Background: an optimization exercise with open tools, aiming at small area and a short achievable clock period. Do not read the settings as production practice.
No functional check of the RTL was part of any run shown here.
Power figures rest on the tool's default switching activity, not on a simulated workload.

**config.mk**
```make
export PLATFORM = sky130hd
export DESIGN_NAME = mosaic_coder
export DESIGN_NICKNAME = mosaic_coder
export VERILOG_FILES = /design/flow/design.v
export SDC_FILE = /design/flow/constraint.sdc
export NUM_CORES = 4
export LEC_CHECK = 0
export ABC_AREA = 1
export CAP_MARGIN = 20
export CORE_MARGIN = 2
export CORE_UTILIZATION = 40
export SLEW_MARGIN = 20
```
**constraint.sdc**
```tcl
create_clock -name core_clock -period 20.0 [get_ports {clk}]
set_input_delay 4.0000 -clock core_clock [delete_from_list [all_inputs] [get_ports {clk}]]
set_output_delay 4.0000 -clock core_clock [all_outputs]
set_load 0.01 [all_outputs]
```
**design.v**
```verilog
module mc_static_code (
    input  wire [1:0]  q,
    input  wire [4:0]  k,
    output reg  [29:0] tcode
);
  always @* begin
    case ({q, k})
      {2'd0, 5'd0}: tcode = 30'h00000000;
      {2'd0, 5'd1}: tcode = 30'h00000000;
      {2'd0, 5'd2}: tcode = 30'h00000006;
      {2'd0, 5'd3}: tcode = 30'h0000001C;
      {2'd0, 5'd4}: tcode = 30'h00000078;
      {2'd0, 5'd5}: tcode = 30'h000001F0;
      {2'd0, 5'd6}: tcode = 30'h000007E0;
      {2'd0, 5'd7}: tcode = 30'h00001FC0;
      {2'd0, 5'd8}: tcode = 30'h00007F80;
      {2'd0, 5'd9}: tcode = 30'h0001FF00;
      {2'd0, 5'd10}: tcode = 30'h0007FE00;
      {2'd0, 5'd11}: tcode = 30'h001FFC00;
      {2'd0, 5'd12}: tcode = 30'h007FF800;
      {2'd0, 5'd13}: tcode = 30'h01FFF000;
      {2'd0, 5'd14}: tcode = 30'h07FFE000;
      {2'd0, 5'd15}: tcode = 30'h1FFFC000;
      {2'd0, 5'd16}: tcode = 30'h3FFF0000;
      {2'd1, 5'd0}: tcode = 30'h00000006;
      {2'd1, 5'd1}: tcode = 30'h00000001;
      {2'd1, 5'd2}: tcode = 30'h00000000;
      {2'd1, 5'd3}: tcode = 30'h0000000C;
      {2'd1, 5'd4}: tcode = 30'h00000078;
      {2'd1, 5'd5}: tcode = 30'h000001F0;
      {2'd1, 5'd6}: tcode = 30'h000007E0;
      {2'd1, 5'd7}: tcode = 30'h00001FC0;
      {2'd1, 5'd8}: tcode = 30'h00007F80;
      {2'd1, 5'd9}: tcode = 30'h0001FF00;
      {2'd1, 5'd10}: tcode = 30'h0007FE00;
      {2'd1, 5'd11}: tcode = 30'h001FFC00;
      {2'd1, 5'd12}: tcode = 30'h007FF800;
      {2'd1, 5'd13}: tcode = 30'h01FFF000;
      {2'd1, 5'd14}: tcode = 30'h07FFE000;
      {2'd1, 5'd15}: tcode = 30'h1FFFC000;
      {2'd1, 5'd16}: tcode = 30'h3FFF0000;
      {2'd2, 5'd0}: tcode = 30'h0000001E;
      {2'd2, 5'd1}: tcode = 30'h00000005;
      {2'd2, 5'd2}: tcode = 30'h00000008;
      {2'd2, 5'd3}: tcode = 30'h00000004;
      {2'd2, 5'd4}: tcode = 30'h00000000;
      {2'd2, 5'd5}: tcode = 30'h00000070;
      {2'd2, 5'd6}: tcode = 30'h000001E0;
      {2'd2, 5'd7}: tcode = 30'h00000FC0;
      {2'd2, 5'd8}: tcode = 30'h00003F80;
      {2'd2, 5'd9}: tcode = 30'h0000FF00;
      {2'd2, 5'd10}: tcode = 30'h0003FE00;
      {2'd2, 5'd11}: tcode = 30'h000FFC00;
      {2'd2, 5'd12}: tcode = 30'h003FF800;
      {2'd2, 5'd13}: tcode = 30'h00FFF000;
      {2'd2, 5'd14}: tcode = 30'h03FFE000;
      {2'd2, 5'd15}: tcode = 30'h0FFFC000;
      {2'd2, 5'd16}: tcode = 30'h1FFF0000;
      {2'd3, 5'd0}: tcode = 30'h0000007C;
      {2'd3, 5'd1}: tcode = 30'h0000003D;
      {2'd3, 5'd2}: tcode = 30'h0000003A;
      {2'd3, 5'd3}: tcode = 30'h00000034;
      {2'd3, 5'd4}: tcode = 30'h00000028;
      {2'd3, 5'd5}: tcode = 30'h00000010;
      {2'd3, 5'd6}: tcode = 30'h00000000;
      {2'd3, 5'd7}: tcode = 30'h00000100;
      {2'd3, 5'd8}: tcode = 30'h00000600;
      {2'd3, 5'd9}: tcode = 30'h00001C00;
      {2'd3, 5'd10}: tcode = 30'h00007800;
      {2'd3, 5'd11}: tcode = 30'h0001F000;
      {2'd3, 5'd12}: tcode = 30'h0003F800;
      {2'd3, 5'd13}: tcode = 30'h000FF000;
      {2'd3, 5'd14}: tcode = 30'h003FE000;
      {2'd3, 5'd15}: tcode = 30'h00FFC000;
      {2'd3, 5'd16}: tcode = 30'h01FF0000;
      default: tcode = 30'd0;
    endcase
  end
endmodule
module mc_residue (
    input  wire [15:0] diff,
    input  wire [8:0]  dsel,
    input  wire [14:0] umask,
    output wire [15:0] m,
    output reg  [4:0]  k
);
  wire        sign = |(dsel & diff[15:7]);                  
  wire [14:0] u    = (diff[14:0] ^ {15{sign}}) & umask;     
  integer i;
  assign m = {u, sign};
  always @* begin
    k = 5'd0;
    for (i = 0; i < 16; i = i + 1)
      if (m[i]) k = i[4:0] + 5'd1;
  end
endmodule
module mc_cost (
    input  wire [1:0]  q,
    input  wire [4:0]  k,
    output reg  [4:0]  cost
);
  always @* begin
    case ({q, k})
      {2'd0, 5'd0}: cost = 5'd2;
      {2'd0, 5'd1}: cost = 5'd2;
      {2'd0, 5'd2}: cost = 5'd3;
      {2'd0, 5'd3}: cost = 5'd5;
      {2'd0, 5'd4}: cost = 5'd7;
      {2'd0, 5'd5}: cost = 5'd9;
      {2'd0, 5'd6}: cost = 5'd11;
      {2'd0, 5'd7}: cost = 5'd13;
      {2'd0, 5'd8}: cost = 5'd15;
      {2'd0, 5'd9}: cost = 5'd17;
      {2'd0, 5'd10}: cost = 5'd19;
      {2'd0, 5'd11}: cost = 5'd21;
      {2'd0, 5'd12}: cost = 5'd23;
      {2'd0, 5'd13}: cost = 5'd25;
      {2'd0, 5'd14}: cost = 5'd27;
      {2'd0, 5'd15}: cost = 5'd29;
      {2'd0, 5'd16}: cost = 5'd30;
      {2'd1, 5'd0}: cost = 5'd3;
      {2'd1, 5'd1}: cost = 5'd2;
      {2'd1, 5'd2}: cost = 5'd3;
      {2'd1, 5'd3}: cost = 5'd4;
      {2'd1, 5'd4}: cost = 5'd7;
      {2'd1, 5'd5}: cost = 5'd9;
      {2'd1, 5'd6}: cost = 5'd11;
      {2'd1, 5'd7}: cost = 5'd13;
      {2'd1, 5'd8}: cost = 5'd15;
      {2'd1, 5'd9}: cost = 5'd17;
      {2'd1, 5'd10}: cost = 5'd19;
      {2'd1, 5'd11}: cost = 5'd21;
      {2'd1, 5'd12}: cost = 5'd23;
      {2'd1, 5'd13}: cost = 5'd25;
      {2'd1, 5'd14}: cost = 5'd27;
      {2'd1, 5'd15}: cost = 5'd29;
      {2'd1, 5'd16}: cost = 5'd30;
      {2'd2, 5'd0}: cost = 5'd5;
      {2'd2, 5'd1}: cost = 5'd3;
      {2'd2, 5'd2}: cost = 5'd4;
      {2'd2, 5'd3}: cost = 5'd4;
      {2'd2, 5'd4}: cost = 5'd5;
      {2'd2, 5'd5}: cost = 5'd7;
      {2'd2, 5'd6}: cost = 5'd9;
      {2'd2, 5'd7}: cost = 5'd12;
      {2'd2, 5'd8}: cost = 5'd14;
      {2'd2, 5'd9}: cost = 5'd16;
      {2'd2, 5'd10}: cost = 5'd18;
      {2'd2, 5'd11}: cost = 5'd20;
      {2'd2, 5'd12}: cost = 5'd22;
      {2'd2, 5'd13}: cost = 5'd24;
      {2'd2, 5'd14}: cost = 5'd26;
      {2'd2, 5'd15}: cost = 5'd28;
      {2'd2, 5'd16}: cost = 5'd29;
      {2'd3, 5'd0}: cost = 5'd7;
      {2'd3, 5'd1}: cost = 5'd6;
      {2'd3, 5'd2}: cost = 5'd6;
      {2'd3, 5'd3}: cost = 5'd6;
      {2'd3, 5'd4}: cost = 5'd6;
      {2'd3, 5'd5}: cost = 5'd6;
      {2'd3, 5'd6}: cost = 5'd7;
      {2'd3, 5'd7}: cost = 5'd9;
      {2'd3, 5'd8}: cost = 5'd11;
      {2'd3, 5'd9}: cost = 5'd13;
      {2'd3, 5'd10}: cost = 5'd15;
      {2'd3, 5'd11}: cost = 5'd17;
      {2'd3, 5'd12}: cost = 5'd18;
      {2'd3, 5'd13}: cost = 5'd20;
      {2'd3, 5'd14}: cost = 5'd22;
      {2'd3, 5'd15}: cost = 5'd24;
      {2'd3, 5'd16}: cost = 5'd25;
      default: cost = 5'd0;
    endcase
  end
endmodule
module mosaic_coder (
    input  wire        clk,
    input  wire        rst,           
    input  wire        in_valid,
    input  wire        in_first,      
    input  wire        in_last,       
    input  wire [3:0]  in_depth,      
    input  wire [2:0]  in_pred,       
    input  wire [4:0]  in_avail,      
    input  wire        in_ef_colour,  
    input  wire [15:0] in_x,
    input  wire [15:0] in_a,
    input  wire [15:0] in_b,
    input  wire [15:0] in_c,
    input  wire [15:0] in_e,
    input  wire [15:0] in_f,
    output reg         out_valid,
    output reg  [29:0] out_code,      
    output reg  [4:0]  out_len,
    output reg         blk_valid,
    output reg  [2:0]  blk_pred,
    output reg  [22:0] blk_bits
);
  wire [8:0]  dsel;
  wire [14:0] umask;
  genvar g;
  generate
    for (g = 0; g < 9; g = g + 1) begin : g_dsel
      assign dsel[g] = (in_depth == g);
    end
    for (g = 0; g < 15; g = g + 1) begin : g_umask
      if (g <= 6) begin : g_lo
        assign umask[g] = 1'b1;
      end else begin : g_hi
        assign umask[g] = (in_depth >= g - 6);
      end
    end
  endgenerate
  wire [15:0] mid = {dsel, 7'd0};
  wire a_av = in_avail[0];
  wire b_av = in_avail[1];
  wire c_av = in_avail[2];
  wire none = !a_av && !b_av;
  wire [15:0] a = none ? mid : a_av ? in_a : in_b;
  wire [15:0] b = none ? mid : b_av ? in_b : in_a;
  wire [15:0] c = none ? mid : c_av ? in_c : b;
  wire [16:0] d_ac = {1'b0, a} - {1'b0, c};       
  wire [16:0] d_bc = {1'b0, b} - {1'b0, c};       
  wire        a_lt_c = d_ac[16];
  wire        b_lt_c = d_bc[16];
  wire        a_lt_b = a < b;
  wire [16:0] s = (d_ac ^ {17{a_lt_c}}) + (d_bc ^ {17{b_lt_c}}) + a_lt_c + b_lt_c;
  wire [17:0] s_nz;                                
  generate
    for (g = 0; g < 17; g = g + 1) begin : g_snz
      assign s_nz[g] = |s[16:g];
    end
  endgenerate
  assign s_nz[17] = 1'b0;
  reg ge1, ge2, ge3;
  always @* begin
    case (in_depth)
      4'd0, 4'd1, 4'd2: ge1 = s_nz[0];
      4'd3: ge1 = s_nz[1];
      4'd4: ge1 = s_nz[2];
      4'd5: ge1 = s_nz[3];
      4'd6: ge1 = s_nz[4];
      4'd7: ge1 = s_nz[5];
      default: ge1 = s_nz[6];
    endcase
    case (in_depth)
      4'd0, 4'd1: ge2 = s_nz[1];
      4'd2: ge2 = s_nz[2];
      4'd3: ge2 = s_nz[3];
      4'd4: ge2 = s_nz[4];
      4'd5: ge2 = s_nz[5];
      4'd6: ge2 = s_nz[6];
      4'd7: ge2 = s_nz[7];
      default: ge2 = s_nz[8];
    endcase
    case (in_depth)
      4'd0: ge3 = s_nz[2];
      4'd1: ge3 = s_nz[3];
      4'd2: ge3 = s_nz[4];
      4'd3: ge3 = s_nz[5];
      4'd4: ge3 = s_nz[6];
      4'd5: ge3 = s_nz[7];
      4'd6: ge3 = s_nz[8];
      4'd7: ge3 = s_nz[9];
      default: ge3 = s_nz[10];
    endcase
  end
  wire [1:0] q = ge3 ? 2'd3 : ge2 ? 2'd2 : ge1 ? 2'd1 : 2'd0;
  wire [15:0] diff_a  = in_x - a;
  wire [15:0] diff_b  = in_x - b;
  wire [15:0] diff_lo = a_lt_b ? diff_a : diff_b;           
  wire [15:0] diff_hi = a_lt_b ? diff_b : diff_a;           
  wire [15:0] diff_gr = in_x - a - b + c;                   
  wire [15:0] diff_med = (a_lt_c && b_lt_c)   ? diff_lo :
                         (!a_lt_c && !b_lt_c) ? diff_hi : diff_gr;
  wire [16:0] ab_avg  = ({1'b0, a} + {1'b0, b} + 17'd1) >> 1;
  wire [16:0] ef_avg  = ({1'b0, in_e} + {1'b0, in_f} + 17'd1) >> 1;
  wire        use_ef  = in_avail[3] && in_avail[4] && in_ef_colour;
  wire [15:0] diff [0:5];
  assign diff[0] = in_x ^ mid;
  assign diff[1] = diff_a;
  assign diff[2] = diff_b;
  assign diff[3] = diff_med;
  assign diff[4] = in_x - ab_avg[15:0];
  assign diff[5] = use_ef ? in_x - ef_avg[15:0] : diff_med;
  wire [15:0] m_p    [0:5];
  wire [4:0]  k_p    [0:5];
  wire [4:0]  cost_p [0:5];
  generate
    for (g = 0; g < 6; g = g + 1) begin : g_res
      mc_residue u_res (.diff(diff[g]), .dsel(dsel), .umask(umask),
                        .m(m_p[g]), .k(k_p[g]));
      mc_cost u_cost (.q(q), .k(k_p[g]), .cost(cost_p[g]));
    end
  endgenerate
  reg  [15:0] sel_m;
  reg  [4:0]  sel_k;
  reg  [4:0]  sel_cost;
  always @* begin
    case (in_pred)
      3'd0:    begin sel_m = m_p[0]; sel_k = k_p[0]; sel_cost = cost_p[0]; end
      3'd1:    begin sel_m = m_p[1]; sel_k = k_p[1]; sel_cost = cost_p[1]; end
      3'd2:    begin sel_m = m_p[2]; sel_k = k_p[2]; sel_cost = cost_p[2]; end
      3'd3:    begin sel_m = m_p[3]; sel_k = k_p[3]; sel_cost = cost_p[3]; end
      3'd4:    begin sel_m = m_p[4]; sel_k = k_p[4]; sel_cost = cost_p[4]; end
      default: begin sel_m = m_p[5]; sel_k = k_p[5]; sel_cost = cost_p[5]; end
    endcase
  end
  wire [29:0] tcode;
  mc_static_code u_code (.q(q), .k(sel_k), .tcode(tcode));
  always @(posedge clk) begin
    out_valid <= in_valid && !rst;
    out_code  <= tcode ^ {14'd0, sel_m};
    out_len   <= sel_cost;
  end
  reg  [22:0] acc [0:5];
  reg         tot_v;             
  integer p;
  always @(posedge clk) begin
    for (p = 0; p < 6; p = p + 1)
      acc[p] <= (in_first && in_valid ? 23'd0 : acc[p]) +
                (in_valid ? {18'd0, cost_p[p]} : 23'd0);
    tot_v <= in_valid && in_last && !rst;
  end
  wire        w01 = acc[1] < acc[0];
  wire        w23 = acc[3] < acc[2];
  wire        w45 = acc[5] < acc[4];
  wire [22:0] v01 = w01 ? acc[1] : acc[0];
  wire [22:0] v23 = w23 ? acc[3] : acc[2];
  wire [22:0] v45 = w45 ? acc[5] : acc[4];
  wire        wb  = v23 < v01;
  wire [22:0] v03 = wb ? v23 : v01;
  wire [2:0]  i03 = wb ? {2'b01, w23} : {2'b00, w01};
  wire        wc  = v45 < v03;
  wire [22:0] vbest = wc ? v45 : v03;
  wire [2:0]  ibest = wc ? {2'b10, w45} : i03;
  always @(posedge clk) begin
    blk_valid <= tot_v && !rst;
    blk_pred  <= ibest;
    blk_bits  <= vbest;
  end
endmodule
```
**run.sh**
```bash
#!/bin/bash
# synth_recipe.tcl (not shown) runs the flow's synth.tcl, then flattens the netlist and writes it again
# the make line also repeats each setting of config.mk as NAME=value (left out here)
make -C /OpenROAD-flow-scripts/flow DESIGN_CONFIG=/design/flow/config.mk WORK_HOME=/design/flow/orfs CLKGATE_MAP_FILE= SYNTH_SCRIPT=/design/flow/synth_recipe.tcl finish
```
==> run summary, run 1 <==
The run finished with no timing, DRC or antenna violations. The number of H-tree levels came out at 1. The sequential element share of the synthesized area came out at 13.6%.

The worst path needs 16.56 ns of the cycle, external delays included. The path class of the tightest hold or removal check is flop to flop. Routability-driven placement finished with a final weighted congestion of 1.04. The commonest cells after synthesis are nand2_1 (1124), inv_1 (688), nor2_1 (477).

The async set-or-reset flop fraction in the synthesized netlist is 0%. Using the TritonRoute via totals, the vias-per-cell ratio works out to 5.33. The die area is 76700 µm².

Yosys attributes the largest share of cell area to ha_1 (17%), nand2_1 (14%), dfxtp_1 (14%), inv_1 (8.7%), xor2_1 (6.5%). The total wire length is 112000 µm. The distinct cell type count of the synthesized netlist came out at 77. The number of instances in the synthesized netlist is 4759. The clock insertion delay at the later pin of the skew report is 0.57 ns. The number of global-route vias before repair is 29738. The critical setup path kind is input pin to flop.

The cell that appears most often on the critical path is nand2_1. During synthesis, Yosys emitted a total of 6 warnings. The number of buffers and inverters on the critical path is 10. The post-synthesis register bit count is 202. Of all nets on the critical path, the largest fanout is 37.

The fraction of synthesized cell area taken by the top area cell type came out at 16.6%. The number of DRC violations after detailed-routing iteration 0 came out at 2650. ha_1 takes more of the synthesized area than any other cell.

A synthesized cell averages 6.27 µm². The total congestion overflow after global routing is 0. The headroom to the max-slew limit is 28.0%. Global routing used 28.1% of the available tracks. The number of antenna violations at the first check in global routing is 2. The top achievable clock speed is 0.0604 GHz. The largest net degree at the start of global routing came out at 67. The fraction of final layout cells sized beyond drive strength 1 came out at 4.57%. In this design, the largest share of critical-path delay is due to simple AND/OR/NAND/NOR gates. After routing, the total negative slack on setup checks comes to 0 ns.

Setup repair after global routing left no endpoint under its margin. The total vias in the final route is 31280. The final worst clock skew is 0.0128 ns. At the end of the flow, the number of nets in the layout was 5420. The highest ir drop seen on vdd came out at 0.109 mV.

Gates resized during post-CTS repair numbered 0. The data required time of the worst path is 20.46 ns. The CTS tree is built.

The slowest stage of the critical path belongs to the cell clkdlybuf4s50_1. Registers take 4040 µm². Buffers added to address setup during post-CTS repair amount to 0. The total core area came out at 74100 µm². The die boundary height came out at 277 µm. The final antenna-violating net count is 0. The number of buffers on the longest clock path is 3. The final setup violation count came out at 0. The final number of hold-violating endpoints came out at 0. The synthesized area came out at 29800 µm². The post-route cell area is 33500 µm².

The critical path arrival came out at 17.02 ns. The standard cell area after detailed placement came out at 32500 µm². TritonCTS created 25 clock buffers. Yosys mapped a number of flops with a built-in enable equal to 0. Among all cell types in the netlist, the one instantiated most often is nand2_1.

The leakage power summed over all cells came out at 16.5 nW. The final worst-path cycle share came out at 82.8%. The first-pass GRT wire length came out at 171000 µm. The chip width is 277 µm. Summing all multi-input logic gate instances after layout gives 22500 µm². The final number of max-transition violations came out at 0. Among all flip-flop cells after synthesis, the most frequent one is dfxtp_1. The detailed placer's ending HPWL is 93300 µm. The layout overhead on the synthesized area came out at 12.2%. The net count of the mapped netlist is 5299. The length of the first detailed-routing pass in iterations came out at 6. The sink count of the clock tree came out at 202. The worst setup path is launched from an input pin. The filler cell count in the final layout is 8013. The critical path's largest stage delay is 0.70 ns. The starting density of the core came out at 40.3%. The clock-pin slew on the worst setup and hold paths came out at 0.07 ns. The standard-cell row count came out at 100. The boundary pin count came out at 177.

The power per cell area is 170 nW/µm². Buffers placed on the I/O ports in this run total 176. The actual slew at the worst max-slew pin came out at 1.07 ns. After detailed routing, the average wire length per cell comes to 19.0 µm. The max capacitance violation total came out at 0. The kind of end point of the critical path is a flop. Clock tree synthesis selected as its root buffer the cell clkbuf_16. The residual DRC count is 0.

After clock tree synthesis, the flow added hold-fix buffers numbering 0.
==> tightest hold or removal path, cell delays in order, from the launching register on <==
cell and delay (ns):
dfxtp_1 0.30, inv_1 0.04, nor2_1 0.03
==> layout by cell type (no fill, tap or decap), drive strengths merged, types with 10 or more instances in the layout <==
master            n
a211oi           17
a21o             15
a21oi           295
a31oi            19
buf              22
clkbuf           27
clkdlybuf4s50   176
clkinv           12
dfxtp           202
fa               30
ha              396
inv             716
nand2          1168
nand3           282
nand3b           11
nand4            65
nor2            499
nor3             57
nor4             25
o211ai           31
o21a             10
o21ai           328
o21bai           19
o221ai           14
o22ai            38
o31ai            12
or2              18
xnor2           105
xor2            223
==> logic make-up after synthesis <==
kind of cell | after synthesis | share of synthesized area [%]
and+or+nand+nor | 2138 | 31.1
DFF | 202 | 13.6
adders and majority gates | 426 | 18.6
AOI/OAI and AO/OA | 837 | 16.1
muxes | 2 | 0.0671
xor gates and xnor gates | 328 | 9.68
buffers and inverters | 826 | 10.8
==> metal layers <==
layer	vias up	wire length, µm	part of all wire, %	track usage (%)
li1	15773	-	-	-
met1	14162	48100	43	36.1
met2	1087	50300	45	46.9
met3	256	7040	6.3	2.95
met4	2	6250	5.6	13.8
met5	-	9	0.0081	0
==> path summary, 6_finish.rpt <==
check / start / end / slack [ns] / depth (start not counted)
worst min-delay path: tot_v$_DFF_P_ / blk_valid$_DFF_P_ / 0.40 / 2
worst max-delay path: in_depth[3] / acc[5][18]$_DFF_P_ / 3.44 / 65
worst max register to register: acc[0][16]$_DFF_P_ / blk_bits[10]$_DFF_P_ / 11.78 / 27
worst min register to register: tot_v$_DFF_P_ / blk_valid$_DFF_P_ / 0.40 / 2
==> where the power goes <==
group	internal (mW)	switching [mW]
logic	1.49	3.10
registers	0.508	0.0372
clock network	0.352	0.200
total	2.35	3.33
==> through the flow <==
step,hold WS [ns],power [mW],worst slack (ns),cells,utilization [%]
6_report,0.403,5.68,3.44,5869,45.2
5_1_grt,0.416,6.27,2.37,5868,45.2
4_1_cts,0.405,5.65,3.59,5868,45.2
3_5_place_dp,0.396,5.06,3.02,5822,43.8
3_3_place_gp,0.393,5.06,2.91,5822,43.8
2_1_floorplan,0.388,3.81,6.74,4759,-
==> registers in the layout, summed over array words and instances, names as in the netlist <==
name and count:
out_len 5, acc 138, blk_valid 1, tot_v 1
out_code 30, out_valid 1, blk_bits 23, blk_pred 3
==> area by class of cell <==
class                           instances  area share (%)
Clock inverter                         19            1.07
Sequential cell                       202            12.1
Clock buffer                           27            1.92
Multi-Input combinational cell       3731            67.4
Antenna cell                            1         0.00748
Tap cell                              969            3.62
Inverter                              722            8.15
Timing Repair Buffer                  198            5.76
==> run 2, diff against run 1 <==
--- a/design.v
+++ b/design.v
@@ -198,8 +198,35 @@
 );
+  genvar g;
+  integer p;
+  wire [15:0] mid0 = 16'd1 << (in_depth + 4'd7);          
+  wire        a_av = in_avail[0];
+  wire        b_av = in_avail[1];
+  wire        c_av = in_avail[2];
+  wire        none = !a_av && !b_av;
+  wire [15:0] a0 = none ? mid0 : a_av ? in_a : in_b;
+  wire [15:0] b0 = none ? mid0 : b_av ? in_b : in_a;
+  wire [15:0] c0 = none ? mid0 : c_av ? in_c : b0;
+  wire [16:0] ef_sum = {1'b0, in_e} + {1'b0, in_f} + 17'd1;
+  reg         v1, first1, last1, use_ef1;
+  reg  [3:0]  depth1;
+  reg  [2:0]  pred1;
+  reg  [15:0] x1, a1, b1, c1, efavg1;
+  always @(posedge clk) begin
+    v1      <= in_valid && !rst;
+    first1  <= in_first;
+    last1   <= in_last;
+    depth1  <= in_depth;
+    pred1   <= in_pred;
+    use_ef1 <= in_avail[3] && in_avail[4] && in_ef_colour;
+    x1      <= in_x;
+    a1      <= a0;
+    b1      <= b0;
+    c1      <= c0;
+    efavg1  <= ef_sum[16:1];
+  end
   wire [8:0]  dsel;
   wire [14:0] umask;
-  genvar g;
   generate
     for (g = 0; g < 9; g = g + 1) begin : g_dsel
-      assign dsel[g] = (in_depth == g);
+      assign dsel[g] = (depth1 == g);
     end
@@ -209,3 +236,3 @@
       end else begin : g_hi
-        assign umask[g] = (in_depth >= g - 6);
+        assign umask[g] = (depth1 >= g - 6);
       end
@@ -214,53 +241,50 @@
   wire [15:0] mid = {dsel, 7'd0};
-  wire a_av = in_avail[0];
-  wire b_av = in_avail[1];
-  wire c_av = in_avail[2];
-  wire none = !a_av && !b_av;
-  wire [15:0] a = none ? mid : a_av ? in_a : in_b;
-  wire [15:0] b = none ? mid : b_av ? in_b : in_a;
-  wire [15:0] c = none ? mid : c_av ? in_c : b;
-  wire [16:0] d_ac = {1'b0, a} - {1'b0, c};       
-  wire [16:0] d_bc = {1'b0, b} - {1'b0, c};       
+  wire [16:0] d_ac = {1'b0, a1} - {1'b0, c1};      
+  wire [16:0] d_bc = {1'b0, b1} - {1'b0, c1};      
   wire        a_lt_c = d_ac[16];
   wire        b_lt_c = d_bc[16];
-  wire        a_lt_b = a < b;
-  wire [16:0] s = (d_ac ^ {17{a_lt_c}}) + (d_bc ^ {17{b_lt_c}}) + a_lt_c + b_lt_c;
-  wire [17:0] s_nz;                                
+  wire        a_lt_b = a1 < b1;
+  wire [16:0] t_ctx = ({1'b0, d_ac[15:0] ^ {16{a_lt_c}}}) +
+                      ({1'b0, d_bc[15:0] ^ {16{b_lt_c}}}) + {16'd0, a_lt_c};
+  wire [10:0] s_ge;                                
   generate
-    for (g = 0; g < 17; g = g + 1) begin : g_snz
-      assign s_nz[g] = |s[16:g];
+    for (g = 0; g < 11; g = g + 1) begin : g_sge
+      if (g == 0) begin : g0
+        assign s_ge[g] = (|t_ctx) | b_lt_c;
+      end else begin : gj
+        assign s_ge[g] = (|t_ctx[16:g]) | (b_lt_c & (&t_ctx[g-1:0]));
+      end
     end
   endgenerate
-  assign s_nz[17] = 1'b0;
   reg ge1, ge2, ge3;
   always @* begin
-    case (in_depth)
-      4'd0, 4'd1, 4'd2: ge1 = s_nz[0];
-      4'd3: ge1 = s_nz[1];
-      4'd4: ge1 = s_nz[2];
-      4'd5: ge1 = s_nz[3];
-      4'd6: ge1 = s_nz[4];
-      4'd7: ge1 = s_nz[5];
-      default: ge1 = s_nz[6];
+    case (depth1)
+      4'd0, 4'd1, 4'd2: ge1 = s_ge[0];
+      4'd3: ge1 = s_ge[1];
+      4'd4: ge1 = s_ge[2];
+      4'd5: ge1 = s_ge[3];
+      4'd6: ge1 = s_ge[4];
+      4'd7: ge1 = s_ge[5];
+      default: ge1 = s_ge[6];
     endcase
-    case (in_depth)
-      4'd0, 4'd1: ge2 = s_nz[1];
-      4'd2: ge2 = s_nz[2];
-      4'd3: ge2 = s_nz[3];
-      4'd4: ge2 = s_nz[4];
-      4'd5: ge2 = s_nz[5];
-      4'd6: ge2 = s_nz[6];
-      4'd7: ge2 = s_nz[7];
-      default: ge2 = s_nz[8];
+    case (depth1)
+      4'd0, 4'd1: ge2 = s_ge[1];
+      4'd2: ge2 = s_ge[2];
+      4'd3: ge2 = s_ge[3];
+      4'd4: ge2 = s_ge[4];
+      4'd5: ge2 = s_ge[5];
+      4'd6: ge2 = s_ge[6];
+      4'd7: ge2 = s_ge[7];
+      default: ge2 = s_ge[8];
     endcase
-    case (in_depth)
-      4'd0: ge3 = s_nz[2];
-      4'd1: ge3 = s_nz[3];
-      4'd2: ge3 = s_nz[4];
-      4'd3: ge3 = s_nz[5];
-      4'd4: ge3 = s_nz[6];
-      4'd5: ge3 = s_nz[7];
-      4'd6: ge3 = s_nz[8];
-      4'd7: ge3 = s_nz[9];
-      default: ge3 = s_nz[10];
+    case (depth1)
+      4'd0: ge3 = s_ge[2];
+      4'd1: ge3 = s_ge[3];
+      4'd2: ge3 = s_ge[4];
+      4'd3: ge3 = s_ge[5];
+      4'd4: ge3 = s_ge[6];
+      4'd5: ge3 = s_ge[7];
+      4'd6: ge3 = s_ge[8];
+      4'd7: ge3 = s_ge[9];
+      default: ge3 = s_ge[10];
     endcase
@@ -268,14 +292,13 @@
   wire [1:0] q = ge3 ? 2'd3 : ge2 ? 2'd2 : ge1 ? 2'd1 : 2'd0;
-  wire [15:0] diff_a  = in_x - a;
-  wire [15:0] diff_b  = in_x - b;
-  wire [15:0] diff_lo = a_lt_b ? diff_a : diff_b;           
-  wire [15:0] diff_hi = a_lt_b ? diff_b : diff_a;           
-  wire [15:0] diff_gr = in_x - a - b + c;                   
+  wire [15:0] diff_a   = x1 - a1;
+  wire [15:0] diff_b   = x1 - b1;
+  wire [15:0] diff_lo  = a_lt_b ? diff_a : diff_b;         
+  wire [15:0] diff_hi  = a_lt_b ? diff_b : diff_a;         
+  wire [15:0] diff_gr  = x1 - a1 - b1 + c1;                
   wire [15:0] diff_med = (a_lt_c && b_lt_c)   ? diff_lo :
                          (!a_lt_c && !b_lt_c) ? diff_hi : diff_gr;
-  wire [16:0] ab_avg  = ({1'b0, a} + {1'b0, b} + 17'd1) >> 1;
-  wire [16:0] ef_avg  = ({1'b0, in_e} + {1'b0, in_f} + 17'd1) >> 1;
-  wire        use_ef  = in_avail[3] && in_avail[4] && in_ef_colour;
+  wire [16:0] avg_t    = {x1, 1'b1} + {1'b1, ~a1} + {1'b1, ~b1} +
+                         {16'd0, ~(a1[0] ^ b1[0])};
   wire [15:0] diff [0:5];
-  assign diff[0] = in_x ^ mid;
+  assign diff[0] = x1 ^ mid;
   assign diff[1] = diff_a;
@@ -283,4 +306,4 @@
   assign diff[3] = diff_med;
-  assign diff[4] = in_x - ab_avg[15:0];
-  assign diff[5] = use_ef ? in_x - ef_avg[15:0] : diff_med;
+  assign diff[4] = avg_t[16:1];
+  assign diff[5] = use_ef1 ? x1 - efavg1 : diff_med;
   wire [15:0] m_p    [0:5];
@@ -299,3 +322,3 @@
   always @* begin
-    case (in_pred)
+    case (pred1)
       3'd0:    begin sel_m = m_p[0]; sel_k = k_p[0]; sel_cost = cost_p[0]; end
@@ -310,6 +333,13 @@
   mc_static_code u_code (.q(q), .k(sel_k), .tcode(tcode));
+  reg         v2, first2, last2;
+  reg  [4:0]  cost2 [0:5];
   always @(posedge clk) begin
-    out_valid <= in_valid && !rst;
+    out_valid <= v1 && !rst;
     out_code  <= tcode ^ {14'd0, sel_m};
     out_len   <= sel_cost;
+    v2        <= v1 && !rst;
+    first2    <= first1;
+    last2     <= last1;
+    for (p = 0; p < 6; p = p + 1)
+      cost2[p] <= cost_p[p];
   end
@@ -317,8 +347,7 @@
   reg         tot_v;             
-  integer p;
   always @(posedge clk) begin
     for (p = 0; p < 6; p = p + 1)
-      acc[p] <= (in_first && in_valid ? 23'd0 : acc[p]) +
-                (in_valid ? {18'd0, cost_p[p]} : 23'd0);
-    tot_v <= in_valid && in_last && !rst;
+      acc[p] <= (first2 && v2 ? 23'd0 : acc[p]) +
+                (v2 ? {18'd0, cost2[p]} : 23'd0);
+    tot_v <= v2 && last2 && !rst;
   end
==> run 2 against run 1 <==
  * Routed wire length fell by 0.23%
  * Clock-buffer cell count up 28
  * Hold slack lost 0.077 ns
  * Sequential power grew 65%
  * Critical path depth is 38 lower
  * Worst setup slack improved by 8.6 ns
  * Flip-flop and latch count rose by 123
==> run summary, run 2 <==
The count of input and output buffers came out at 176. The library cell used most frequently in the layout, excluding fill and tap cells, is nand2_1. The most used standard cell by instance count after synthesis is nand2_1.

The first TritonRoute pass finished after 6 iterations. The dominant synthesized flop cell is dfxtp_1. The critical path's largest stage delay came out at 0.89 ns.

The first-pass GRT wire length came out at 174000 µm. The max capacitance violation total came out at 0. The mean routed wirelength per cell is 17.3 µm.

The number of buffers on the longest clock path came out at 3. For the pin with the worst max-slew slack, the measured transition is 1.16 ns. The number of H-tree levels is 2. The final weighted congestion in routability-driven placement is 1.02. After detailed placement, the total cell area comes to 35800 µm². Power spread over the standard cell area amounts to 144 nW/µm². The final setup violation count is 0.

Ranked by instance count, the synthesized netlist is headed by nand2_1 (1445), inv_1 (785), nor2_1 (453). The number of nets in the synthesized netlist is 5720. The largest net degree at the start of global routing came out at 66. The number of antenna violations at the first check in global routing is 0. Ranked by total cell area, the synthesized netlist is headed by dfxtp_1 (20%), nand2_1 (16%), ha_1 (14%), inv_1 (8.9%), nand3_1 (5.4%). Including well taps, the total number of placed cells is 6350.

Setup total negative slack on the finished layout was measured at 0 ns. Using the TritonRoute via totals, the vias-per-cell ratio works out to 5.19. The async set-or-reset flop fraction in the synthesized netlist is 0%. In this run the worst path has a maximum fanout of 40. Setup repair after global routing left no endpoint under its margin. During synthesis, Yosys emitted a total of 8 warnings.

The internal portion of total power is 2.48 mW. The leakage power summed over all cells is 18.9 nW. The largest registers in the layout are acc x138, cost2 x30, out_code x30.

More flip-flops sit in one register than any other, and that register is acc. The data required time of the worst path came out at 20.50 ns. The die is 291 µm tall. The worst pin sits at a relative slew slack of 22.2%.

The total wire length is 111000 µm. The total vias in the final route came out at 33303. For this run, the post-layout net count is 5858. For this configuration, the core starts out at a cell density of 40.3%. The clock root buffer is clkbuf_16. The sequential element share of the synthesized area is 19.7%. The final number of hold-violating endpoints came out at 0. Counting flops with a built-in enable in the synthesized netlist gives 0. The number of DRC violations after detailed-routing iteration 0 came out at 2350. The slowest stage of the critical path belongs to the cell nand2_1.

The switching power as a share of total power is 53.6%. The flip-flop count of the largest register, all copies and words added is 138. The fraction of synthesized cell area taken by the top area cell type is 19.7%. The average instance area after synthesis came out at 6.37 µm². The cell family with the largest share of critical-path delay is simple AND/OR/NAND/NOR gates. The final worst clock skew is 0.0363 ns. Leaving out filler cells and counting taps, the final layout contains 6422. The top cell types in the final layout, fill and taps aside, are nand2_1 (1445), inv_1 (784), nor2_1 (453).

The count of nets left with antenna violations once routing finished came out at 0. The sequential group share of total power came out at 16.8%. The multi-input logic area is 23000 µm².

Static timing analysis puts the maximum clock frequency at 0.126 GHz. The clock-pin slew on the worst setup and hold paths came out at 0.06 ns. After technology mapping, the gate count stands at 5184. The critical path arrival came out at 8.43 ns. For this design, the CTS-stage hold fixing added 0 buffers. Clock latency on the worst-skew pair, taken at its later pin, is 0.60 ns. TritonCTS built the clock tree. The clock buffer count from CTS came out at 40.

The combined buffer and inverter count along the critical path came out at 5. The post-synthesis register bit count came out at 325. The die area is 84800 µm². The analysis attributes to net switching a power of 2.86 mW. The sink count of the clock tree came out at 325.

Compared with the post-synthesis result, the final layout area differs by 12.5%. Measured along the x axis, the die boundary spans 291 µm. The number of global-route vias before repair came out at 31550. The post-route cell area came out at 37100 µm². Detailed placement ended at an HPWL of 91500 µm. The shortest period the worst path allows came out at 7.93 ns.

The post-CTS resize count is 0. In this run the standard cell core region covers 81800 µm². The final worst-path cycle share came out at 39.6%. Across the whole layout, storage elements account for 6510 µm². The highest ir drop seen on vdd is 0.0971 mV. The post-CTS setup repair buffer count is 0.

The filler cells instantiated in the layout total 8639. The post-route netlist has 4.02% of its cells at a drive strength greater than 1. In this run the core area contains 105 standard-cell rows. The synthesized area came out at 33000 µm².

The residual DRC count is 0. The clock group share of total power is 14.0%. The combinational share of power is 69.2%.

The final number of max-transition violations is 0. The critical setup path kind is flop to flop. The worst setup path is captured at a flop.

In this run the worst hold path is classified as flop to flop. Of all cell types, the one taking the most synthesized area is dfxtp_1. 177 I/O pins were placed.

The run finished with no timing, DRC or antenna violations. The total congestion overflow after global routing is 0. The global-route usage over all layers came out at 25.7%. The worst setup path is launched from a flop. The total inserted antenna cells came out at 0. Counting distinct cell types in the post-synthesis netlist gives 71. The design draws 5.34 mW.
-- run 2: cell types whose count changed after synthesis, sizes merged, moves of 34 or more --
cell / delta
nand2: +315
inv: +90
nand3: +87
o21ai: -34
dfxtp: +123
a21oi: -54
-- run 2: logic make-up (layout without fill, tap and decap cells) --
logic type | count (synthesis) | in the layout | synth area share (%)
multiplexers | 1 | 1 | 0.0303
AO/OA/AOI/OAI | 695 | 695 | 11.9
buffers and inverters | 914 | 1082 | 10.8
XOR/XNOR | 291 | 291 | 7.87
adder cells (fa/ha/maj) | 422 | 422 | 17.0
AND/OR/NAND/NOR | 2536 | 2536 | 32.7
flip-flops | 325 | 325 | 19.7
-- run 2: metal layers --
metal / share of wire [%] / global-route usage [%] / vias to the layer above
li1: - / - / 16913
met1: 43 / 32.1 / 15017
met2: 46 / 44.0 / 1112
met3: 5.8 / 3.26 / 261
met4: 4.9 / 11.6 / 0
met5: 0 / 0 / -
-- run 2: area by class of cell --
cell class                 instances  share of cell area, %
timing repair buffer             198                   5.19
inverter                         812                   8.22
clock buffer                      55                   3.06
clock inverter                    17                  0.549
multi-input combinational       3945                   61.9
sequential                       325                   17.5
tap                             1070                   3.61
-- run 2: power groups by stage --
stage	Clock (mW)	Sequential [mW]	Combinational [mW]
6_report	0.745	0.898	3.69
2_1_floorplan	0	0.900	2.64
4_1_cts	0.762	0.899	3.65
3_3_place_gp	0	0.912	3.63
5_1_grt	0.787	0.912	4.14
3_5_place_dp	0	0.913	3.63
-- run 2: worst paths after layout --
kind                                         from                endpoint  slack, ns  cells past startpoint
worst max-delay path            acc[2][6]$_DFF_P_  blk_pred[1]$_SDFF_PP0_      12.07                     27
worst min-delay path               first1$_DFF_P_          first2$_DFF_P_       0.33                      0
worst max register to register  acc[2][6]$_DFF_P_  blk_pred[1]$_SDFF_PP0_      12.07                     27
worst min register to register     first1$_DFF_P_          first2$_DFF_P_       0.33                      0
-- run 2: through the flow --
stage	hold slack [ns]	utilization (%)	worst slack [ns]
after CTS	0.328	45.4	12.02
after global routing	0.343	45.4	11.30
final	0.326	45.4	12.07
after detailed placement	0.315	43.7	12.11
after global placement	0.313	43.7	12.17
after floorplan	0.310	-	14.08
-- run 2: worst reg2reg max path, delay by kind of cell, from the launching register on --
kind                       cells  cell delay, ns
adders and majority gates      3            0.96
and+or+nand+nor               10            2.73
AOI/OAI and AO/OA              9            2.21
buffers and inverters          5            1.54
DFF                            1            0.42
==> run 3, diff against run 2 <==
--- a/design.v
+++ b/design.v
@@ -199,4 +199,10 @@
   genvar g;
-  integer p;
-  wire [15:0] mid0 = 16'd1 << (in_depth + 4'd7);          
+  integer p, j;
+  wire [8:0]  dsel0;                                       
+  generate
+    for (g = 0; g < 9; g = g + 1) begin : g_dsel
+      assign dsel0[g] = (in_depth == g);
+    end
+  endgenerate
+  wire [15:0] mid0 = {dsel0, 7'd0};                        
   wire        a_av = in_avail[0];
@@ -208,7 +214,6 @@
   wire [15:0] c0 = none ? mid0 : c_av ? in_c : b0;
-  wire [16:0] ef_sum = {1'b0, in_e} + {1'b0, in_f} + 17'd1;
   reg         v1, first1, last1, use_ef1;
-  reg  [3:0]  depth1;
+  reg  [8:0]  dsel;
   reg  [2:0]  pred1;
-  reg  [15:0] x1, a1, b1, c1, efavg1;
+  reg  [15:0] x1, a1, b1, c1, e1, f1;
   always @(posedge clk) begin
@@ -217,3 +222,3 @@
     last1   <= in_last;
-    depth1  <= in_depth;
+    dsel    <= dsel0;
     pred1   <= in_pred;
@@ -224,10 +229,7 @@
     c1      <= c0;
-    efavg1  <= ef_sum[16:1];
+    e1      <= in_e;
+    f1      <= in_f;
   end
-  wire [8:0]  dsel;
-  wire [14:0] umask;
+  wire [14:0] umask;                               
   generate
-    for (g = 0; g < 9; g = g + 1) begin : g_dsel
-      assign dsel[g] = (depth1 == g);
-    end
     for (g = 0; g < 15; g = g + 1) begin : g_umask
@@ -236,3 +238,3 @@
       end else begin : g_hi
-        assign umask[g] = (depth1 >= g - 6);
+        assign umask[g] = |dsel[8:g-6];
       end
@@ -241,9 +243,12 @@
   wire [15:0] mid = {dsel, 7'd0};
-  wire [16:0] d_ac = {1'b0, a1} - {1'b0, c1};      
-  wire [16:0] d_bc = {1'b0, b1} - {1'b0, c1};      
+  wire [16:0] d_ac   = {1'b0, a1} - {1'b0, c1};
+  wire [16:0] d_bc   = {1'b0, b1} - {1'b0, c1};
+  wire [17:0] v_ab   = {2'b0, a1} - {2'b0, b1};                      
+  wire [17:0] u_abc  = {2'b0, a1} + {2'b0, b1} - {1'b0, c1, 1'b0};   
   wire        a_lt_c = d_ac[16];
   wire        b_lt_c = d_bc[16];
-  wire        a_lt_b = a1 < b1;
-  wire [16:0] t_ctx = ({1'b0, d_ac[15:0] ^ {16{a_lt_c}}}) +
-                      ({1'b0, d_bc[15:0] ^ {16{b_lt_c}}}) + {16'd0, a_lt_c};
+  wire        a_lt_b = v_ab[17];
+  wire [17:0] w_ctx  = (a_lt_c == b_lt_c) ? u_abc : v_ab;
+  wire        w_neg  = w_ctx[17];
+  wire [16:0] nw     = w_ctx[16:0] ^ {17{w_neg}};                    
   wire [10:0] s_ge;                                
@@ -252,5 +257,5 @@
       if (g == 0) begin : g0
-        assign s_ge[g] = (|t_ctx) | b_lt_c;
+        assign s_ge[g] = (|nw) | w_neg;
       end else begin : gj
-        assign s_ge[g] = (|t_ctx[16:g]) | (b_lt_c & (&t_ctx[g-1:0]));
+        assign s_ge[g] = (|nw[16:g]) | (w_neg & (&nw[g-1:0]));
       end
@@ -258,55 +263,20 @@
   endgenerate
-  reg ge1, ge2, ge3;
-  always @* begin
-    case (depth1)
-      4'd0, 4'd1, 4'd2: ge1 = s_ge[0];
-      4'd3: ge1 = s_ge[1];
-      4'd4: ge1 = s_ge[2];
-      4'd5: ge1 = s_ge[3];
-      4'd6: ge1 = s_ge[4];
-      4'd7: ge1 = s_ge[5];
-      default: ge1 = s_ge[6];
-    endcase
-    case (depth1)
-      4'd0, 4'd1: ge2 = s_ge[1];
-      4'd2: ge2 = s_ge[2];
-      4'd3: ge2 = s_ge[3];
-      4'd4: ge2 = s_ge[4];
-      4'd5: ge2 = s_ge[5];
-      4'd6: ge2 = s_ge[6];
-      4'd7: ge2 = s_ge[7];
-      default: ge2 = s_ge[8];
-    endcase
-    case (depth1)
-      4'd0: ge3 = s_ge[2];
-      4'd1: ge3 = s_ge[3];
-      4'd2: ge3 = s_ge[4];
-      4'd3: ge3 = s_ge[5];
-      4'd4: ge3 = s_ge[6];
-      4'd5: ge3 = s_ge[7];
-      4'd6: ge3 = s_ge[8];
-      4'd7: ge3 = s_ge[9];
-      default: ge3 = s_ge[10];
-    endcase
-  end
+  wire ge1 = |(dsel & {s_ge[6], s_ge[5], s_ge[4], s_ge[3], s_ge[2], s_ge[1],
+                       s_ge[0], s_ge[0], s_ge[0]});
+  wire ge2 = |(dsel & {s_ge[8], s_ge[7], s_ge[6], s_ge[5], s_ge[4], s_ge[3],
+                       s_ge[2], s_ge[1], s_ge[1]});
+  wire ge3 = |(dsel & s_ge[10:2]);
   wire [1:0] q = ge3 ? 2'd3 : ge2 ? 2'd2 : ge1 ? 2'd1 : 2'd0;
-  wire [15:0] diff_a   = x1 - a1;
-  wire [15:0] diff_b   = x1 - b1;
-  wire [15:0] diff_lo  = a_lt_b ? diff_a : diff_b;         
-  wire [15:0] diff_hi  = a_lt_b ? diff_b : diff_a;         
-  wire [15:0] diff_gr  = x1 - a1 - b1 + c1;                
-  wire [15:0] diff_med = (a_lt_c && b_lt_c)   ? diff_lo :
-                         (!a_lt_c && !b_lt_c) ? diff_hi : diff_gr;
-  wire [16:0] avg_t    = {x1, 1'b1} + {1'b1, ~a1} + {1'b1, ~b1} +
-                         {16'd0, ~(a1[0] ^ b1[0])};
+  wire [16:0] av_t = {x1, 1'b1} + {1'b1, ~a1} + {1'b1, ~b1} + {16'd0, ~(a1[0] ^ b1[0])};
+  wire [16:0] ef_t = {x1, 1'b1} + {1'b1, ~e1} + {1'b1, ~f1} + {16'd0, ~(e1[0] ^ f1[0])};
   wire [15:0] diff [0:5];
   assign diff[0] = x1 ^ mid;
-  assign diff[1] = diff_a;
-  assign diff[2] = diff_b;
-  assign diff[3] = diff_med;
-  assign diff[4] = avg_t[16:1];
-  assign diff[5] = use_ef1 ? x1 - efavg1 : diff_med;
-  wire [15:0] m_p    [0:5];
-  wire [4:0]  k_p    [0:5];
-  wire [4:0]  cost_p [0:5];
+  assign diff[1] = x1 - a1;
+  assign diff[2] = x1 - b1;
+  assign diff[3] = x1 - a1 - b1 + c1;
+  assign diff[4] = av_t[16:1];
+  assign diff[5] = ef_t[16:1];
+  wire [15:0] m_u    [0:5];
+  wire [4:0]  k_u    [0:5];
+  wire [4:0]  cost_u [0:5];
   generate
@@ -314,6 +284,19 @@
       mc_residue u_res (.diff(diff[g]), .dsel(dsel), .umask(umask),
-                        .m(m_p[g]), .k(k_p[g]));
-      mc_cost u_cost (.q(q), .k(k_p[g]), .cost(cost_p[g]));
+                        .m(m_u[g]), .k(k_u[g]));
+      mc_cost u_cost (.q(q), .k(k_u[g]), .cost(cost_u[g]));
     end
   endgenerate
+  wire [2:0] med_u = (a_lt_c && b_lt_c)   ? (a_lt_b ? 3'd1 : 3'd2) :
+                     (!a_lt_c && !b_lt_c) ? (a_lt_b ? 3'd2 : 3'd1) : 3'd3;
+  wire [2:0] p5_u  = use_ef1 ? 3'd5 : med_u;
+  reg  [4:0] cost3, cost5;
+  always @* begin
+    case (med_u)
+      3'd1:    cost3 = cost_u[1];
+      3'd2:    cost3 = cost_u[2];
+      default: cost3 = cost_u[3];
+    endcase
+    cost5 = use_ef1 ? cost_u[5] : cost3;
+  end
+  reg  [2:0]  sel_u;
   reg  [15:0] sel_m;
@@ -323,8 +306,16 @@
     case (pred1)
-      3'd0:    begin sel_m = m_p[0]; sel_k = k_p[0]; sel_cost = cost_p[0]; end
-      3'd1:    begin sel_m = m_p[1]; sel_k = k_p[1]; sel_cost = cost_p[1]; end
-      3'd2:    begin sel_m = m_p[2]; sel_k = k_p[2]; sel_cost = cost_p[2]; end
-      3'd3:    begin sel_m = m_p[3]; sel_k = k_p[3]; sel_cost = cost_p[3]; end
-      3'd4:    begin sel_m = m_p[4]; sel_k = k_p[4]; sel_cost = cost_p[4]; end
-      default: begin sel_m = m_p[5]; sel_k = k_p[5]; sel_cost = cost_p[5]; end
+      3'd0:    sel_u = 3'd0;
+      3'd1:    sel_u = 3'd1;
+      3'd2:    sel_u = 3'd2;
+      3'd3:    sel_u = med_u;
+      3'd4:    sel_u = 3'd4;
+      default: sel_u = p5_u;
+    endcase
+    case (sel_u)
+      3'd0:    begin sel_m = m_u[0]; sel_k = k_u[0]; sel_cost = cost_u[0]; end
+      3'd1:    begin sel_m = m_u[1]; sel_k = k_u[1]; sel_cost = cost_u[1]; end
+      3'd2:    begin sel_m = m_u[2]; sel_k = k_u[2]; sel_cost = cost_u[2]; end
+      3'd3:    begin sel_m = m_u[3]; sel_k = k_u[3]; sel_cost = cost_u[3]; end
+      3'd4:    begin sel_m = m_u[4]; sel_k = k_u[4]; sel_cost = cost_u[4]; end
+      default: begin sel_m = m_u[5]; sel_k = k_u[5]; sel_cost = cost_u[5]; end
     endcase
@@ -342,4 +333,8 @@
     last2     <= last1;
-    for (p = 0; p < 6; p = p + 1)
-      cost2[p] <= cost_p[p];
+    cost2[0]  <= cost_u[0];
+    cost2[1]  <= cost_u[1];
+    cost2[2]  <= cost_u[2];
+    cost2[3]  <= cost3;
+    cost2[4]  <= cost_u[4];
+    cost2[5]  <= cost5;
   end
@@ -347,6 +342,21 @@
   reg         tot_v;             
+  reg  [22:0] acc_q  [0:5];
+  reg  [5:0]  acc_lo [0:5];
+  reg  [22:0] acc_nx [0:5];
+  reg         cy;
+  always @* begin
+    for (p = 0; p < 6; p = p + 1) begin
+      acc_q[p]  = (first2 && v2) ? 23'd0 : acc[p];
+      acc_lo[p] = {1'b0, acc_q[p][4:0]} + {1'b0, v2 ? cost2[p] : 5'd0};
+      acc_nx[p][4:0] = acc_lo[p][4:0];
+      cy = acc_lo[p][5];
+      for (j = 5; j < 23; j = j + 1) begin
+        acc_nx[p][j] = acc_q[p][j] ^ cy;
+        cy = cy & acc_q[p][j];
+      end
+    end
+  end
   always @(posedge clk) begin
     for (p = 0; p < 6; p = p + 1)
-      acc[p] <= (first2 && v2 ? 23'd0 : acc[p]) +
-                (v2 ? {18'd0, cost2[p]} : 23'd0);
+      acc[p] <= acc_nx[p];
     tot_v <= v2 && last2 && !rst;
==> flow/run.sh (new file) <==
#!/bin/bash
# Standard layout, unchanged; each tool's output goes to a log in this folder.
set -e
bash standard.sh > standard.log 2>&1
==> standard.sh (new file) <==
#!/bin/bash
# synth_recipe.tcl (not shown) runs the flow's synth.tcl, then flattens the netlist and writes it again
# the make line also repeats each setting of config.mk as NAME=value (left out here)
make -C /OpenROAD-flow-scripts/flow DESIGN_CONFIG=/design/flow/config.mk WORK_HOME=/design/flow/orfs CLKGATE_MAP_FILE= SYNTH_SCRIPT=/design/flow/synth_recipe.tcl "${@:-finish}"
removed: run.sh
==> run 3 against run 2 <==
  * Critical path depth rose by 4
  * Cell count fell by 0.98%
  * Sequential power rose by 5.3%
  * Area after synthesis rose by 1.7%
  * Synthesized cell count fell by 1.3%
  * Fmax rose by 6.1%
  * Hold slack improved by 0.0014 ns
  * Clock power rose by 1%
  * Sequential share of layout area rose by 0.89 points
  * Combinational power barely moved
  * Still clean on timing, DRC and antenna
  * Non-clock buffer count did not move
==> run summary, run 3 <==
The run finished with no timing, DRC or antenna violations. The total congestion overflow after global routing is 0. The residual DRC count came out at 0. The standard cell area after detailed placement is 36300 µm².

The die boundary height came out at 294 µm. The number of synthesis warnings came out at 14. The setup TNS is 0 ns.

The combined buffer and inverter count along the critical path is 4. Counting along the longest clock path gives a buffer depth of 3. The flip-flop count of the largest register, all copies and words added came out at 138. The number of DRC violations after detailed-routing iteration 0 is 2079.

The number of antenna violations at the first check in global routing came out at 0. The combinational share of power is 68.6%. The critical path's largest stage delay is 0.77 ns.

The switching power as a share of total power is 53.2%. The final setup violation count came out at 0. From left edge to right edge, the die measures 294 µm. Measured in cells, the most critical reg-to-reg path has a length of 31. The net count of the mapped netlist came out at 5775. Counting buffers and inverters, the worst setup path is 31 cells deep. The standard-cell row count came out at 106.

The largest registers in the layout are acc x138, cost2 x30, out_code x30. Relative to the synthesized area, the layout overhead comes to 12.1%. The cell family with the largest share of critical-path delay is simple AND/OR/NAND/NOR gates. The final antenna-violating net count is 0. The number of cells in the design after placement came out at 6288. The filler cell count in the final layout came out at 8853.

The async set-or-reset flop fraction in the synthesized netlist is 0%. The register containing the most flip-flops in the final layout is acc. The slowest stage of the critical path is the nand2_1 cell.

The final worst clock skew came out at 0.0298 ns. The number of global-route vias before repair came out at 31310. The clock buffer count from CTS is 41. In this run the critical register-to-register path is captured at blk_bits[8]$_DFF_P_. The final layout contains 5907 nets. At the later pin of the worst-skew pair, clock insertion delay measures 0.60 ns. The startpoint of the most critical setup path is acc[0][16]$_DFF_P_. The number of hold buffers added after CTS came out at 0. The distinct cell type count of the synthesized netlist is 75.

Clock-pin slew was measured on the worst setup and hold paths at 0.06 ns. The data required time of the worst path came out at 20.46 ns. The power per cell area is 144 nW/µm².

The shortest period the worst path allows came out at 7.47 ns. The number of vias per cell after detailed routing is 5.13. The actual slew at the worst max-slew pin came out at 1.02 ns. Routed signal wires occupy layers up through met4.

The synthesized area came out at 33600 µm². The met1 wire length is 47000 µm. The clock root buffer is clkbuf_16. The final number of hold-violating endpoints came to 0.

The capture point of the worst path is blk_bits[8]$_DFF_P_. The path class of the tightest hold or removal check is flop to flop. The total inserted antenna cells is 0.

The fraction of synthesized cell area taken by the top area cell type is 20.6%. For this run, the total global-route usage over all layers was measured as 25.3%. The fraction of final layout cells sized beyond drive strength 1 came out at 4.79%.

The met2 wire length came out at 51700 µm. The synthesized design contains 346 register bits. The overall power consumption came out at 5.42 mW. The length of the first detailed-routing pass in iterations came out at 6. The headroom to the max-slew limit came out at 31.5%.

The most common cell in the synthesized netlist is nand2_1. The total vias in the final route is 32605. The worst setup path is captured at a flop.

The library cell used most frequently in the layout, excluding fill and tap cells, is nand2_1. The critical path is of the flop to flop type. After technology mapping, the gate count stands at 5119. The post-route cell area came out at 37600 µm². VDD sags by at most 0.0938 mV. Across the run, the number of max-cap violations was 0. The final number of max-transition violations is 0.

The number of enable-type register cells in the synthesized netlist is 0. The largest net degree at the start of global routing came out at 87. Setup repair after global routing left no endpoint under its margin. The clock group share of total power is 14.0%. The first-pass GRT wire length came out at 171000 µm. The final layout contains routed wiring with a total length of 110000 µm.

The leakage power summed over all cells is 20.0 nW. Routability-driven placement finished with a final weighted congestion of 0.999. The detailed placer's ending HPWL came out at 90100 µm.

TritonCTS built the clock tree. The mean routed wirelength per cell came out at 17.3 µm. For this run, the leading register cell type out of synthesis is dfxtp_1. The final worst-path cycle share came out at 37.4%. The average instance area after synthesis came out at 6.56 µm².

The total core area is 83400 µm². The peak fanout along the critical path is 40. The count of input and output buffers came out at 176.

The internal portion of total power came out at 2.54 mW. The number of H-tree levels came out at 2. The starting density of the core came out at 40.2%. The post-CTS setup repair buffer count is 0.

Counting instances in the post-synthesis netlist gives the leading cell types as nand2_1 (1444), inv_1 (834), ha_1 (471). In the layout the commonest cells are nand2_1 (1444), inv_1 (834), ha_1 (471). The kind of start point of the critical path is a flop. The minimum setup slack among reg-to-reg paths came out at 12.53 ns. The library cell occupying the most area in the post-synthesis netlist is dfxtp_1. The sink count of the clock tree came out at 346. Summed over all nets, wire length on met3 after detailed routing comes to 6230 µm.

The critical path arrival is 7.93 ns. The post-CTS resize count came out at 0. The sequential group share of total power is 17.5%.

The post-route non-filler standard cell count is 6359. The sequential element share of the synthesized area is 20.6%. The worst register-to-register path begins at acc[0][16]$_DFF_P_. The die covers 86200 µm². By area the synthesized netlist is led by dfxtp_1 (21%), ha_1 (18%), nand2_1 (16%), inv_1 (9.3%), nand3_1 (5.5%).

The switching power is 2.88 mW. 177 I/O pins were placed. The top achievable clock speed came out at 0.134 GHz. The cell that appears most often on the critical path is nand2_1.
==> run 3: cell count changes in the layout (fill, tap and decap cells not counted), sizes merged, moves of 27 or more <==
cell and delta:
fa +27, nor3 -40, inv +54, ha +93, xnor2 -34, a21oi -30
xor2 -136
==> run 3: metal layers <==
| metal | vias to the layer above | track usage (%) |
|---|---|---|
| met5 | - | 0 |
| met2 | 946 | 43.8 |
| met3 | 218 | 3.29 |
| met4 | 0 | 10.4 |
| li1 | 16595 | - |
| met1 | 14846 | 31.5 |
==> run 3: final cells by class <==
cell class / count / area (µm²) / share of cell area [%]
Timing Repair Buffer: 198 / 1930 / 5.12
Sequential cell: 346 / 6930 / 18.4
Inverter: 867 / 3260 / 8.67
Clock buffer: 55 / 1170 / 3.11
Multi-Input combinational cell: 3797 / 22800 / 60.6
Clock inverter: 16 / 173 / 0.459
Tap cell: 1080 / 1350 / 3.59
==> run 3: through the flow <==
stage | hold slack [ns] | worst slack (ns) | utilization [%]
after global routing | 0.342 | 11.55 | 45.1
final | 0.327 | 12.53 | 45.1
after floorplan | 0.310 | 14.19 | -
after global placement | 0.311 | 12.54 | 43.5
after detailed placement | 0.315 | 12.58 | 43.5
after CTS | 0.329 | 12.54 | 45.1
==> run 3: worst min-delay path by stage <==
stage              startpoint        endpoint  depth (start not counted)
2_1_floorplan  first1$_DFF_P_  first2$_DFF_P_                          0
3_3_place_gp    last1$_DFF_P_   last2$_DFF_P_                          0
3_5_place_dp    last1$_DFF_P_   last2$_DFF_P_                          0
4_1_cts         last1$_DFF_P_   last2$_DFF_P_                          0
5_1_grt         last1$_DFF_P_   last2$_DFF_P_                          0
6_report        last1$_DFF_P_   last2$_DFF_P_                          0
==> run 3: cells by family (layout without fill, tap and decap cells) <==
family	after synthesis	count (layout)	share of synthesized area (%)
and+or+nand+nor	2497	2497	32.1
AOI/OAI and AO/OA	635	635	10.8
adders and majority gates	542	542	21.8
buffers and inverters	976	1136	11.4
muxes	2	2	0.0597
xor gates and xnor gates	121	121	3.18
DFF	346	346	20.6
==> run 3: power by group through the flow <==
stage,logic [mW],clock network (mW),registers [mW]
after global routing,4.23,0.806,0.961
after detailed placement,3.68,0,0.964
final,3.72,0.756,0.946
after CTS,3.69,0.777,0.949
after floorplan,2.70,0,0.943
after global placement,3.67,0,0.962
==> run 3: worst reg2reg max path, delay by kind of cell (launching register included) <==
kind                     cells  cell delay [ns]
AO/OA/AOI/OAI               11             1.93
AND/OR/NAND/NOR             13             2.94
adder cells (fa/ha/maj)      3             0.92
flip-flops                   1             0.30
buffers and inverters        4             1.27
==> run 4, diff against run 3 <==
==> flow/run.sh (replaced) <==
#!/bin/bash
# Layout flow: the standard ORFS flow (standard.sh) with two changes in
# how the layout is made:
#  - synthesis maps adders as plain logic for abc (no half/full adder cells,
#    yosys's default Brent-Kung carry network instead of Kogge-Stone);
#  - ports are buffered with sky130_fd_sc_hd__buf_2 cells.
# Every tool's output goes to standard.log in this folder.
set -euo pipefail
export ADDER_MAP_FILE=
export SYNTH_OPERATIONS_ARGS=-booth
export BUFFER_PORTS_ARGS="-buffer_cell sky130_fd_sc_hd__buf_2"
bash standard.sh > standard.log 2>&1
==> run 4 against run 3 <==
  * Still clean
  * Sequential share of layout area up 3.0 points
  * Hold slack worse by 0.0019 ns
  * Critical path depth up 6
  * Clock power up 5.8%
  * Clock skew up 0.0080 ns
  * Power down 12%
  * Critical endpoint is now out_len[0]$_DFF_P_
  * Highest routed layer unchanged
==> run summary, run 4 <==
The flow ran to the end and the layout has no timing, DRC or antenna violations. Once detail routing completed, the nets flagged for antenna violations numbered 0. The number of enable-type register cells in the synthesized netlist came out at 0. Counting stages on the worst path, the most repeated cell is nand2_1. The path class of the tightest hold or removal check is flop to flop. The final setup violation count came out at 0.

The largest net degree at the start of global routing came out at 70. Dividing the detail-routed via count by the number of cells gives 5.12. The headroom to the max-slew limit is 22.7%. Relative to the synthesized area, the layout overhead comes to 10.0%. The boundary pin count came out at 177.

The number of global-route vias before repair came out at 29705. The final-layout worst hold slack is 0.325 ns. The critical setup path kind is flop to flop. The share of synthesized area in the top cell type comes to 23.5%.

The number of antenna violations at the first check in global routing is 0. The standard-cell row count came out at 99. Counting the fill cells in the layout gives 7899. The library cell occupying the most area in the post-synthesis netlist is dfxtp_1. The final number of hold-violating endpoints is 0. Synthesis produced a netlist whose cell count is 5164.

Once the floorplan was initialized, standard cells occupied 40.3% of the core. The number of synthesis warnings came out at 14. The top achievable clock speed came out at 0.135 GHz. In the global route stage, met3 resource usage came out at 3.44%. The first-pass GRT wire length is 158000 µm. Sequential cells account for 20.5% of the total power. The total vias in the final route came out at 32092.

The average instance area after synthesis came out at 5.70 µm². The count of input and output buffers is 176. Of the total power, combinational logic draws 62.7%. The CTS tree is built.

Before CTS, the worst setup slack after placement is 12.78 ns. The leakage power summed over all cells came out at 16.9 nW. In the final layout, the registers with the most flip-flops are acc x138, cost2 x30, out_code x30. The path with the worst hold slack has its endpoint at last2$_DFF_P_.

The minimum setup slack among reg-to-reg paths is 12.59 ns. The internal portion of total power came out at 2.22 mW. The library cells used most frequently in the layout, excluding fill and tap cells, are nand2_1 (1699), nor2_1 (674), inv_1 (665). Setup repair after global routing left no endpoint under its margin. The switching power as a share of total power is 53.3%. Counting I/O delays and the setup requirement, the final critical path takes 7.41 ns. The mean routed wirelength per cell came out at 16.1 µm. The fraction of final layout cells sized beyond drive strength 1 came out at 10.0%. After clock tree synthesis, the setup repair step added 0 buffers. In this run the worst path has a maximum fanout of 30.

Leaving out fill and tap cells, the most frequent cell in the layout is nand2_1. Of all flip-flops after synthesis, the portion carrying an async set or reset was 0%. The net count of the mapped netlist is 5278. The worst register-to-register path begins at b1[15]$_DFF_P_. The sequential element share of the synthesized area is 23.5%. The wire-length estimate of the detail-placed layout is 80800 µm. Setup total negative slack on the finished layout was measured at 0 ns. The residual DRC count came out at 0. In this run, distinct cell masters in the synthesized netlist total 78. The power per cell area came out at 147 nW/µm². The switching power came out at 2.53 mW. The worst setup path is captured at a flop.

The worst hold path begins at last1$_DFF_P_. The most heavily used metal layer in global routing is met2. By area the synthesized netlist is led by dfxtp_1 (24%), nand2_1 (22%), nor2_1 (8.6%), inv_1 (8.5%), nand3_1 (5.8%).

The number of H-tree levels came out at 2. Counting flops per register, the top entry is acc. The actual slew at the worst max-slew pin came out at 1.15 ns. The total congestion overflow after global routing is 0. The chip width came out at 275 µm. The endpoint identified for the worst register-to-register timing path is out_len[0]$_DFF_P_.

The number of buffers on the longest clock path is 3. The register with the most flip-flops in the layout has 138 of them. The number of nets at the end of the flow is 5390. The post-synthesis register bit count is 346. After clock tree synthesis, the repair step resized 0 gates.

The first TritonRoute pass finished after 8 iterations. For this run, the leading register cell type out of synthesis is dfxtp_1. The total core area came out at 73000 µm². The most used standard cell by instance count after synthesis is nand2_1. The final number of max-transition violations is 0. The final worst clock skew came out at 0.0378 ns. In the post-route analysis, the smallest setup slack over all paths is 12.59 ns.

The standard cell area after detailed placement came out at 30900 µm². The met1 track utilization from global routing came out at 33.0%. The synthesized area is 29400 µm². For this design, the sink count on the clock tree is 346. The commonest cells after synthesis are nand2_1 (1699), nor2_1 (675), inv_1 (666). The clock group share of total power came out at 16.8%. The tool flagged a number of max-cap violations equal to 0. After clock tree synthesis, the flow added hold-fix buffers numbering 0.

The post-route cell area is 32400 µm². The critical path's largest stage delay is 0.84 ns. The highest ir drop seen on vdd is 0.136 mV. The kind of start point of the critical path is a flop.

The final critical path takes up 37.1% of the cycle. On the critical path, the stage with the largest delay is an instance of a2111oi_0. The total inserted antenna cells came out at 0. The clock-pin slew on the worst setup and hold paths came out at 0.06 ns. The worst reg2reg path depth came out at 37. At the end of routability-driven placement, the weighted congestion stood at 0.989. The die boundary height came out at 275 µm. Clock tree synthesis inserted a total of 43 buffers.

The clock root buffer is clkbuf_16. In the global route stage, overall resource usage came out at 26.2%. The worst hold path passes through 0 cells.
==> run 4: changes by cell type in the layout (fill, tap and decap cells not counted), moves of 37 or more <==
| cell | before | now |
|---|---|---|
| ha_1 | 471 | 0 |
| nand2_1 | 1444 | 1699 |
| nor2_1 | 423 | 674 |
| buf_2 | 0 | 176 |
| clkdlybuf4s50_1 | 176 | 0 |
| inv_1 | 834 | 665 |
| xor2_1 | 57 | 166 |
| fa_1 | 71 | 0 |
| a21oi_1 | 206 | 153 |
| inv_2 | 23 | 60 |
| nand2_2 | 35 | 72 |
==> run 4: area by class of cell <==
type	instances	area [µm²]	share of cell area, %
repair buffers	186	956	2.95
multi-input cells	3959	19100	58.9
inverters	740	2790	8.60
flip-flops and latches	346	6930	21.4
well taps	959	1200	3.70
clock buffers	56	1210	3.75
clock inverters	21	230	0.711
==> run 4: power by group through the flow <==
stage	Combinational [mW]	Sequential (mW)	Clock (mW)
final	2.98	0.972	0.800
after global routing	3.36	0.990	0.851
after CTS	2.94	0.973	0.822
after detailed placement	2.93	0.986	0
after global placement	2.94	0.988	0
after floorplan	2.23	0.960	0
==> run 4: routing by layer <==
metal | up-vias | wire length (µm)
li1 | 16506 | -
met1 | 14350 | 44200
met2 | 1008 | 46200
met3 | 228 | 5990
met4 | 0 | 4400
met5 | - | 0
==> run 4: logic make-up (layout without fill, tap and decap cells) <==
family / after synthesis / after routing / share of synthesized area, %
compound gates: 684 / 684 / 13.6
xor+xnor: 225 / 225 / 6.90
buf+inv: 859 / 1003 / 11.7
flops: 346 / 346 / 23.5
simple gates: 3050 / 3050 / 44.3
==> run 4: worst max-delay path by stage <==
| stage | startpoint | end | slack [ns] | depth (start not counted) |
|---|---|---|---|---|
| final | b1[15]$_DFF_P_ | out_len[0]$_DFF_P_ | 12.59 | 37 |
| after global routing | b1[15]$_DFF_P_ | out_len[2]$_DFF_P_ | 11.89 | 37 |
| after CTS | b1[15]$_DFF_P_ | out_len[0]$_DFF_P_ | 12.74 | 37 |
| after detailed placement | b1[15]$_DFF_P_ | out_len[0]$_DFF_P_ | 12.78 | 37 |
| after global placement | b1[15]$_DFF_P_ | out_len[0]$_DFF_P_ | 12.88 | 37 |
| after floorplan | in_avail[0] | c1[7]$_DFF_P_ | 15.02 | 6 |
==> run 4: through the flow <==
stage,power [mW],std cells,utilization (%)
2_1_floorplan,3.19,5164,-
3_3_place_gp,3.92,6190,42.4
3_5_place_dp,3.92,6190,42.4
4_1_cts,4.74,6267,44.4
5_1_grt,5.20,6267,44.4
6_report,4.75,6267,44.4
==> run 4: critical path: cells and delay by family, from the launching register on <==
kind                   cells  cell delay [ns]
AND/OR/NAND/NOR           26             4.71
buffers and inverters      8             1.12
flip-flops                 1             0.45
AO/OA/AOI/OAI              3             1.00
